This is an optimization exercise on Yosys and OpenROAD, whose aim is small area, a short achievable clock period and few clock cycles, not a production implementation. Only simulation tests tie the RTL to the original design; equivalence was not proved.

==> flow/design.v <==
module loop_law (
    input  wire        clk,
    input  wire        rst,
    input  wire        wr_en,
    input  wire [5:0]  addr,
    input  wire [63:0] wdata,
    output reg  [63:0] rdata,
    input  wire        start,
    input  wire [31:0] r,
    input  wire [31:0] y,
    input  wire        trk,
    input  wire [31:0] t,
    input  wire        first,
    output wire        ready,
    output reg         done,
    output reg  [31:0] out,
    output reg         sat
);
    localparam A_CFG = 6'd24, A_UMIN = 6'd25, A_UMAX = 6'd26, A_RMAX = 6'd27;
    localparam A_I = 6'd28, A_DD = 6'd29, A_X = 6'd30, A_S1 = 6'd31, A_S2 = 6'd35;   
    localparam A_EPREV = 6'd39, A_YPREV = 6'd40, A_OUTPREV = 6'd41;
    reg signed [31:0] coef_c  [0:23];
    reg        [4:0]  coef_sh [0:23];
    reg        [1:0]  strct;
    reg        [2:0]  nsec;
    reg        [1:0]  flags;
    reg signed [31:0] umin, umax, rmax;
    reg signed [63:0] st_i, st_dd, st_x;
    reg signed [63:0] st_s1 [0:3];
    reg signed [63:0] st_s2 [0:3];
    reg signed [31:0] eprev, yprev, outprev;
    wire [1:0] a_k = addr[1:0] + 2'd1;
    localparam S_IDLE = 5'd0,
               S_DD0  = 5'd1,  S_DD1  = 5'd2,
               S_V0   = 5'd3,  S_V1   = 5'd4,  S_V2  = 5'd5,  S_V3 = 5'd6,
               S_TI0  = 5'd7,  S_TI1  = 5'd8,  S_TI2 = 5'd9,
               S_LL0  = 5'd10, S_LL1  = 5'd11, S_LL2 = 5'd12, S_LL3 = 5'd13,
               S_TX0  = 5'd14, S_TX1  = 5'd15,
               S_SEC  = 5'd16,
               S_Z0   = 5'd17, S_Z1   = 5'd18,
               S_S10  = 5'd19, S_S11  = 5'd20, S_S12 = 5'd21,
               S_S20  = 5'd22, S_S21  = 5'd23,
               S_TS10 = 5'd24, S_TS11 = 5'd25, S_TS20 = 5'd26, S_TS21 = 5'd27,
               S_CLMP = 5'd28, S_I0   = 5'd29, S_I1   = 5'd30, S_FIN = 5'd31;
    localparam D_NONE = 3'd0, D_DD = 3'd1, D_I = 3'd2, D_X = 3'd3,
               D_S1 = 3'd4, D_S2 = 3'd5, D_V = 3'd6, D_Z = 3'd7;
    reg [4:0] state;
    reg [1:0] q;                  
    reg signed [31:0] e_r, y_r, t_r;
    reg               trk_r;
    reg signed [32:0] ddin;       
    reg signed [31:0] v_r, z_r;   
    reg               di_pos, di_nz, windup;
    reg signed [131:0] acc;
    assign ready = (state == S_IDLE);
    wire signed [32:0] e_wide = flags[1] ? ({y[31], y} - {r[31], r})
                                         : ({r[31], r} - {y[31], y});
    wire e_hi = (e_wide > 33'sd2147483647);
    wire e_lo = (e_wide < -33'sd2147483648);
    wire signed [31:0] e_new = e_hi ? 32'sh7fffffff : e_lo ? 32'sh80000000 : e_wide[31:0];
    reg        op_one;            
    reg [4:0]  op_j;              
    reg        op_st;             
    reg signed [64:0] op_b;       
    reg        op_neg, op_clr, op_zero;
    reg [2:0]  op_dst;
    wire [4:0] sb = 5'd4 + {q, 2'b00} + {3'b000, q};    
    always @* begin
        op_one = 1'b0; op_j = 5'd0; op_st = 1'b0; op_b = 65'sd0;
        op_neg = 1'b0; op_clr = 1'b0; op_zero = 1'b0; op_dst = D_NONE;
        case (state)
            S_DD0:  begin op_clr = 1'b1; op_j = 5'd2; op_st = 1'b1; op_b = st_dd; end
            S_DD1:  begin op_j = 5'd3; op_b = ddin; op_dst = D_DD; end
            S_V0:   begin op_clr = 1'b1; op_j = 5'd0; op_b = e_r; end
            S_V1:   begin op_j = 5'd1; op_b = e_r; end
            S_V2:   begin op_one = 1'b1; op_st = 1'b1; op_b = st_i; end
            S_V3:   begin op_one = 1'b1; op_st = 1'b1; op_b = st_dd; op_dst = D_V; end
            S_TI0:  begin op_clr = 1'b1; op_one = 1'b1; op_b = t_r; end
            S_TI1:  begin op_neg = 1'b1; op_j = 5'd0; op_b = e_r; end
            S_TI2:  begin op_neg = 1'b1; op_one = 1'b1; op_st = 1'b1; op_b = st_dd; op_dst = D_I; end
            S_LL0:  begin op_clr = 1'b1; op_j = 5'd0; op_b = e_r; end
            S_LL1:  begin op_one = 1'b1; op_st = 1'b1; op_b = st_x; op_dst = D_V; end
            S_LL2:  begin op_clr = 1'b1; op_j = 5'd1; op_b = e_r; end
            S_LL3:  begin op_neg = 1'b1; op_j = 5'd2; op_b = v_r; op_dst = D_X; end
            S_TX0:  begin op_clr = 1'b1; op_one = 1'b1; op_b = t_r; end
            S_TX1:  begin op_neg = 1'b1; op_j = 5'd0; op_b = e_r; op_dst = D_X; end
            S_Z0:   begin op_clr = 1'b1; op_j = sb; op_b = v_r; end
            S_Z1:   begin op_one = 1'b1; op_st = 1'b1; op_b = st_s1[q]; op_dst = D_Z; end
            S_S10:  begin op_clr = 1'b1; op_j = sb + 5'd1; op_b = v_r; end
            S_S11:  begin op_neg = 1'b1; op_j = sb + 5'd3; op_b = z_r; end
            S_S12:  begin op_one = 1'b1; op_st = 1'b1; op_b = st_s2[q]; op_dst = D_S1; end
            S_S20:  begin op_clr = 1'b1; op_j = sb + 5'd2; op_b = v_r; end
            S_S21:  begin op_neg = 1'b1; op_j = sb + 5'd4; op_b = z_r; op_dst = D_S2; end
            S_TS10: begin op_clr = 1'b1; op_one = 1'b1; op_b = t_r; end
            S_TS11: begin op_neg = 1'b1; op_j = sb; op_b = t_r; op_dst = D_S1; end
            S_TS20: begin op_clr = 1'b1; op_j = sb + 5'd2; op_b = t_r; end
            S_TS21: begin op_neg = 1'b1; op_j = sb + 5'd4; op_b = t_r; op_dst = D_S2; end
            S_I0:   begin op_clr = 1'b1; op_one = 1'b1; op_st = 1'b1; op_b = st_i; end
            S_I1:   begin op_j = 5'd1; op_b = e_r; op_zero = windup; op_dst = D_I; end
            default: ;
        endcase
    end
    wire signed [32:0] mul_a  = op_one ? 33'sd1 : {coef_c[op_j][31], coef_c[op_j]};
    wire        [4:0]  mul_sh = op_one ? 5'd0 : coef_sh[op_j];
    wire signed [97:0] prod   = mul_a * op_b;
    wire        [5:0]  amt    = op_st ? (6'd31 - {1'b0, mul_sh}) : (6'd63 - {1'b0, mul_sh});
    wire signed [131:0] prod_x = {{34{prod[97]}}, prod};
    wire signed [131:0] term   = op_zero ? 132'sd0 : (prod_x <<< amt);
    wire signed [131:0] acc_in = op_clr ? 132'sd0 : acc;
    wire signed [131:0] acc_nx = op_neg ? (acc_in - term) : (acc_in + term);
    wire signed [131:0] rs_st  = (acc_nx + (132'sd1 <<< 30)) >>> 31;
    wire signed [131:0] rs_sg  = (acc_nx + (132'sd1 <<< 62)) >>> 63;
    wire st_hi = (rs_st > 132'sh7fffffffffffffff);
    wire st_lo = (rs_st < -(132'sh8000000000000000));
    wire sg_hi = (rs_sg > 132'sh7fffffff);
    wire sg_lo = (rs_sg < -(132'sh80000000));
    wire signed [63:0] st_val = st_hi ? 64'sh7fffffffffffffff : st_lo ? 64'sh8000000000000000 : rs_st[63:0];
    wire signed [31:0] sg_val = sg_hi ? 32'sh7fffffff : sg_lo ? 32'sh80000000 : rs_sg[31:0];
    wire st_sat = st_hi | st_lo;
    wire sg_sat = sg_hi | sg_lo;
    wire signed [33:0] v_x    = {{2{v_r[31]}}, v_r};
    wire signed [33:0] umin_x = {{2{umin[31]}}, umin};
    wire signed [33:0] umax_x = {{2{umax[31]}}, umax};
    wire signed [33:0] op_x   = {{2{outprev[31]}}, outprev};
    wire signed [33:0] rm_x   = {{2{rmax[31]}}, rmax};
    wire signed [33:0] w_a    = (v_x < umin_x) ? umin_x : v_x;
    wire signed [33:0] w_b    = (w_a > umax_x) ? umax_x : w_a;
    wire signed [33:0] lo_r   = op_x - rm_x;
    wire signed [33:0] hi_r   = op_x + rm_x;
    wire signed [33:0] w_c    = (w_b < lo_r) ? lo_r : w_b;
    wire signed [33:0] w_d    = (w_c > hi_r) ? hi_r : w_c;
    wire signed [33:0] w      = (rmax != 32'sd0) ? w_d : w_b;
    wire signed [33:0] o_a    = (w < umin_x) ? umin_x : w;
    wire signed [33:0] o_b    = (o_a > umax_x) ? umax_x : o_a;
    wire               clamped = (w != v_x);
    wire [4:0] after_core = (nsec != 3'd0) ? S_SEC : (trk_r ? S_FIN : S_CLMP);
    integer k;
    always @(posedge clk) begin
        if (rst) begin
            state <= S_IDLE;
            q <= 2'd0;
            done <= 1'b0;
            out <= 32'sd0;
            sat <= 1'b0;
            e_r <= 32'sd0; y_r <= 32'sd0; t_r <= 32'sd0; trk_r <= 1'b0;
            ddin <= 33'sd0; v_r <= 32'sd0; z_r <= 32'sd0;
            di_pos <= 1'b0; di_nz <= 1'b0; windup <= 1'b0;
            acc <= 132'sd0;
            for (k = 0; k < 24; k = k + 1) begin
                coef_c[k] <= 32'sd0;
                coef_sh[k] <= 5'd0;
            end
            strct <= 2'd0; nsec <= 3'd0; flags <= 2'd0;
            umin <= 32'sd0; umax <= 32'sd0; rmax <= 32'sd0;
            st_i <= 64'sd0; st_dd <= 64'sd0; st_x <= 64'sd0;
            for (k = 0; k < 4; k = k + 1) begin
                st_s1[k] <= 64'sd0;
                st_s2[k] <= 64'sd0;
            end
            eprev <= 32'sd0; yprev <= 32'sd0; outprev <= 32'sd0;
        end else begin
            done <= 1'b0;
            if (wr_en && state == S_IDLE) begin
                if (addr < 6'd24) begin
                    coef_c[addr[4:0]]  <= wdata[31:0];
                    coef_sh[addr[4:0]] <= wdata[36:32];
                end
                case (addr)
                    A_CFG:     begin strct <= wdata[1:0]; nsec <= wdata[6:4]; flags <= wdata[9:8]; end
                    A_UMIN:    umin <= wdata[31:0];
                    A_UMAX:    umax <= wdata[31:0];
                    A_RMAX:    rmax <= wdata[31:0];
                    A_I:       st_i <= wdata;
                    A_DD:      st_dd <= wdata;
                    A_X:       st_x <= wdata;
                    6'd31, 6'd32, 6'd33, 6'd34: st_s1[a_k] <= wdata;
                    6'd35, 6'd36, 6'd37, 6'd38: st_s2[a_k] <= wdata;
                    A_EPREV:   eprev <= wdata[31:0];
                    A_YPREV:   yprev <= wdata[31:0];
                    A_OUTPREV: outprev <= wdata[31:0];
                    default: ;
                endcase
            end
            if (state != S_IDLE && state != S_SEC && state != S_CLMP && state != S_FIN) begin
                acc <= acc_nx;
                if (op_dst != D_NONE)
                    sat <= sat | ((op_dst == D_V || op_dst == D_Z) ? sg_sat : st_sat);
                case (op_dst)
                    D_DD: st_dd <= st_val;
                    D_I:  st_i  <= st_val;
                    D_X:  st_x  <= st_val;
                    D_S1: st_s1[q] <= st_val;
                    D_S2: st_s2[q] <= st_val;
                    D_V:  v_r <= sg_val;
                    D_Z:  z_r <= sg_val;
                    default: ;
                endcase
            end
            case (state)
                S_IDLE: if (start) begin
                    e_r   <= e_new;
                    y_r   <= y;
                    t_r   <= t;
                    trk_r <= trk;
                    v_r   <= e_new;
                    sat   <= e_hi | e_lo;
                    q     <= 2'd0;
                    windup <= 1'b0;
                    if (flags[0])
                        ddin <= (first ? {y[31], y} : {yprev[31], yprev}) - {y[31], y};
                    else
                        ddin <= {e_new[31], e_new} - (first ? {e_new[31], e_new} : {eprev[31], eprev});
                    if (strct == 2'd1)      state <= S_DD0;
                    else if (strct == 2'd2) state <= trk ? S_TX0 : S_LL0;
                    else                    state <= (nsec != 3'd0) ? S_SEC : (trk ? S_FIN : S_CLMP);
                end
                S_DD0: state <= S_DD1;
                S_DD1: state <= trk_r ? S_TI0 : S_V0;
                S_V0:  state <= S_V1;
                S_V1:  begin
                    di_pos <= (term > 132'sd0);
                    di_nz  <= (term != 132'sd0);
                    state  <= S_V2;
                end
                S_V2:  state <= S_V3;
                S_V3:  state <= after_core;
                S_TI0: state <= S_TI1;
                S_TI1: state <= S_TI2;
                S_TI2: state <= after_core;
                S_LL0: state <= S_LL1;
                S_LL1: state <= S_LL2;
                S_LL2: state <= S_LL3;
                S_LL3: state <= after_core;
                S_TX0: state <= S_TX1;
                S_TX1: state <= after_core;
                S_SEC: state <= trk_r ? S_TS10 : S_Z0;
                S_Z0:  state <= S_Z1;
                S_Z1:  state <= S_S10;
                S_S10: state <= S_S11;
                S_S11: state <= S_S12;
                S_S12: state <= S_S20;
                S_S20: state <= S_S21;
                S_S21: begin
                    v_r <= z_r;
                    q <= q + 2'd1;
                    state <= ({1'b0, q} + 3'd1 == nsec) ? S_CLMP : S_SEC;
                end
                S_TS10: state <= S_TS11;
                S_TS11: state <= S_TS20;
                S_TS20: state <= S_TS21;
                S_TS21: begin
                    q <= q + 2'd1;
                    state <= ({1'b0, q} + 3'd1 == nsec) ? S_FIN : S_SEC;
                end
                S_CLMP: begin
                    out <= o_b[31:0];
                    if (clamped) sat <= 1'b1;
                    windup <= clamped && di_nz && (di_pos == (v_x > w));
                    state <= (strct == 2'd1) ? S_I0 : S_FIN;
                end
                S_I0:  state <= S_I1;
                S_I1:  state <= S_FIN;
                S_FIN: begin
                    if (trk_r) out <= t_r;
                    eprev   <= e_r;
                    yprev   <= y_r;
                    outprev <= trk_r ? t_r : out;
                    done    <= 1'b1;
                    state   <= S_IDLE;
                end
                default: state <= S_IDLE;
            endcase
        end
    end
    always @* begin
        rdata = 64'd0;
        if (addr < 6'd24)
            rdata = {27'd0, coef_sh[addr[4:0]], coef_c[addr[4:0]]};
        else case (addr)
            A_CFG:     rdata = {54'd0, flags, 1'b0, nsec, 2'b00, strct};
            A_UMIN:    rdata = {32'd0, umin};
            A_UMAX:    rdata = {32'd0, umax};
            A_RMAX:    rdata = {32'd0, rmax};
            A_I:       rdata = st_i;
            A_DD:      rdata = st_dd;
            A_X:       rdata = st_x;
            6'd31, 6'd32, 6'd33, 6'd34: rdata = st_s1[a_k];
            6'd35, 6'd36, 6'd37, 6'd38: rdata = st_s2[a_k];
            A_EPREV:   rdata = {32'd0, eprev};
            A_YPREV:   rdata = {32'd0, yprev};
            A_OUTPREV: rdata = {32'd0, outprev};
            default:   rdata = 64'd0;
        endcase
    end
endmodule
==> flow/run.sh <==
#!/bin/bash
# synth_recipe.tcl (not shown) runs the flow's synth.tcl, then flattens the netlist and writes it again
# the make line also repeats each setting of config.mk as NAME=value (left out here)
make -C /OpenROAD-flow-scripts/flow DESIGN_CONFIG=/design/flow/config.mk WORK_HOME=/design/flow/orfs CLKGATE_MAP_FILE= SYNTH_SCRIPT=/design/flow/synth_recipe.tcl finish
==> flow/config.mk <==
export PLATFORM = sky130hd
export DESIGN_NAME = loop_law
export DESIGN_NICKNAME = loop_law
export VERILOG_FILES = /design/flow/design.v
export SDC_FILE = /design/flow/constraint.sdc
export NUM_CORES = 4
export LEC_CHECK = 0
export CAP_MARGIN = 20
export CELL_PAD_IN_SITES_DETAIL_PLACEMENT = 2
export CELL_PAD_IN_SITES_GLOBAL_PLACEMENT = 4
export CORE_MARGIN = 2
export CORE_UTILIZATION = 25
export PLACE_DENSITY = 0.45
export SLEW_MARGIN = 20
==> flow/constraint.sdc <==
create_clock -name core_clock -period 25.0 [get_ports {clk}]
set_input_delay 5.0000 -clock core_clock [delete_from_list [all_inputs] [get_ports {clk}]]
set_output_delay 5.0000 -clock core_clock [all_outputs]
set_load 0.01 [all_outputs]
==> reports/qor.yml <==
outcome:
  status: "no timing/DRC/antenna violations"
logic_synthesis:
  yosys-mux-area-fraction: 0.0730
  synth_compound_area_frac: 0.149
  ys_async_sr_fraction: 0
  synth_top_cell_by_area: "edfxtp_1"
  synthDistinctLibCells: 107
  synth_edf_count: 1696
  yosys-top-cells-count: "nand2_1, fa_1, clkbuf_1"
  yosys-top-cells-area: "edfxtp_1, fa_1, nand2_1"
  synth_ff_type: "edfxtp_1"
  yosys.cell_count.top_type: "nand2_1"
  synth.avg_cell_area_um2: 9.10
  yosysWarningCount: 1
  synth-xor-area-share: 0.0218
  synth_cells: 26300
  yosys.area_share.simple: 0.196
  synth_top_family_by_area: "adder cells"
  synth_seq_cells: 2459
  netlist_area_mm2: 0.239
  synthAdderAreaFrac: 0.222
  ys_seq_area_frac: 0.277
  synth_top_cell_area_share: 0.213
placement:
  hpwl_um: 1200000
  place_area_mm2: 0.269
  gp_congestion: 0.942
  place_ws_ns: -0.698
  port_buffers: 270
drt:
  vias: 224000
  drc: 0
  dr.pass1.iters: 19
  wirelength_um: 1590000
  ant_nets: 0
  drt_iter0_drc: 21800
  avgViaCountPerCell: 5.58
  wl_per_cell_um: 39.7
worst_setup_path:
  critical_path.max_stage_delay_ns: 0.94
  crit_required_ns: 25.79
  start_kind: "register"
  crit_arrival_ns: 25.15
  worstPathBufferInverterCount: 11
  critPathTopFamily: "simple AND/OR/NAND/NOR gates"
  timing.critical_path.mode_cell: "fa_1"
  worstSetupPathType: "reg2reg"
  cp.depth: 70
  cp_slowest_cell: "a211oi_1"
  reg2reg_depth: 70
  cp_max_fo: 88
  worstSetupEndpointType: "register"
finish:
  seq_area_mm2: 0.0662
  area_growth_syn_to_layout_pct: 17.8
  multi_input_area_mm2: 0.162
  fillCellCount: 106000
  finalInstanceArea_mm2: 0.281
  nNetsFinal: 30200
  drive_gt1_frac: 0.139
timing:
  setup_violations: 0
  hold_viol: 0
  fmax_mhz: 41.1
  whs_ns: 0.451
  skew_ns: 0.156
  tightest_slew_ns: 1.40
  slew_headroom: 0.0671
  post-route-period-util: 0.974
  min_period_ns: 24.35
  rsz0062_at_grt: "false"
  layout_setup_ws_ns: 0.646
  drv_slew: 0
floorplanning:
  coreArea_mm2: 0.954
  dieArea_mm2: 0.964
  start_util: 0.250
  die_h_um: 982
  num_rows: 359
  io_pins: 271
  die_x_um: 982
worst_hold_path:
  holdPathStages: 2
  min-delay-path-class: "reg2reg"
global_route:
  grt_max_degree: 158
  antenna_found_initial: 228
  grt_pass1_wl_um: 2150000
  grt_pass1_vias: 237000
  overflow: 0
  grtUsageTotal: 0.321
clock_network:
  cts_max_level: 5
  cts_tree: "yes"
  ctsHoldBuffers: 0
  worstSkewPairLatency_ns: 1.08
  clockBufferDepth: 4
  root_buffer: "clkbuf_16"
  path_clk_slew_ns: 0.06
  numCtsBuffers: 344
  clock-sinks: 2459
job:
  cap_violations: 0
==> worst register-to-register path, delay by kind of cell (launching register included) <==
family / cells / cell delay [ns]
AO/OA/AOI/OAI: 19 / 6.25
XOR/XNOR: 3 / 1.16
adder cells (fa/ha/maj): 11 / 5.56
buffers and inverters: 11 / 2.61
flip-flops: 1 / 0.32
AND/OR/NAND/NOR: 26 / 8.29
==> worst paths after layout <==
kind / start / end / slack [ns]
worst max register to register: state[1]$_SDFFE_PP0P_ / st_s2[2][15]$_SDFFCE_PN0P_ / 0.65
worst min-delay path: acc[18]$_SDFFE_PP0P_ / acc[18]$_SDFFE_PP0P_ / 0.45
worst max-delay path: state[1]$_SDFFE_PP0P_ / st_s2[2][15]$_SDFFCE_PN0P_ / 0.65
worst min register to register: acc[18]$_SDFFE_PP0P_ / acc[18]$_SDFFE_PP0P_ / 0.45
==> flip-flops by register name (all words and copies together) (netlist names), 33 cells and up, named ones only <==
register / cells
coef_c: 1024
st_s1: 256
st_s2: 256
coef_sh: 160
acc: 132
st_dd: 64
st_i: 64
st_x: 64
ddin: 33
==> logic make-up after synthesis <==
logic type | after synthesis
flip-flops | 2459
multiplexers | 1039
AO/OA/AOI/OAI | 5339
AND/OR/NAND/NOR | 10000
XOR/XNOR | 595
other | 1
buffers and inverters | 3830
adder cells (fa/ha/maj) | 2967
==> cell type report <==
class / count / share of cell area
inverter: 1716 / 0.0229
tap: 12600 / 0.0562
multi-input combinational: 20300 / 0.575
clock buffer: 442 / 0.0329
antenna: 94 / 0.000836
clock inverter: 177 / 0.00690
sequential: 2459 / 0.235
timing repair buffer: 2308 / 0.0702
==> metal layers <==
metal	global-route usage	wire length [um]	up-vias
li1	-	-	93300
met2	0.497	692000	7576
met5	0	290	-
met4	0.0876	54000	38
met3	0.0460	100000	1491
met1	0.466	743000	121000
==> per-stage QoR <==
| stage | cells | util | TNS, ns |
|---|---|---|---|
| after floorplan | 26500 | - | 0 |
| after global placement | 39300 | 0.282 | -187.23 |
| after detailed placement | 39400 | 0.282 | -338.67 |
| after CTS | 40000 | 0.294 | 0 |
| after global routing | 40000 | 0.295 | 0 |
| final | 40100 | 0.295 | 0 |
==> cells in the final DEF, fill, tap and decap left out, types with 308 or more instances in the layout <==
cell type,n
a211oi_1,368
a21o_1,308
a21oi_1,1596
and2_1,1428
and3_1,331
buf_4,1884
clkbuf_16,348
dfxtp_1,754
edfxtp_1,1696
fa_1,2116
ha_1,841
inv_1,1711
mux2i_1,379
mux4_2,554
nand2_1,4768
nand3_1,915
nor2_1,1040
nor3_1,448
o21ai_0,724
xnor2_1,323
==> timing repair <==
| item | in CTS | in global routing |
|---|---|---|
| gates cloned | 1 | 0 |
| setup endpoints to repair | 706 | 769 |
| pin swaps | 3 | 18 |
| buffers inserted | 4 | 20 |
| resized for setup | 16 | 82 |
Testbench counts, summed over its fixed seeds: cycles 251,924.

## port drivers added, routing unchanged
In the flow no input, the clock included, has a driving cell. The finished layout below was timed again as built, in two steps. Step 1: set_driving_cell puts a clkbuf_16 on clk and a buf_2 on each other input, an assumption about the parent block. Step 2 adds t to the input delays and takes it off the output delays; t is the mean of the earliest and latest rising clock arrival at the registers after step 1. Input paths then give back, and output paths get back, about the clock's delay inside the block. Three values: ideal ports, drivers, drivers and shift; two values: the first two.
shift t [ns]: 1.156
setup slack, ns: 0.646 / 0.646 / 0.646
clock arrival spread, ns: 0.156 / 0.156
worst data-port slew with drivers (ns): 0.39
pins driven straight from the clock port: 1
After both steps this run still meets setup and hold. The setup slack of this run moves by 0.000 ns with the drivers and by 0.000 ns with both steps.
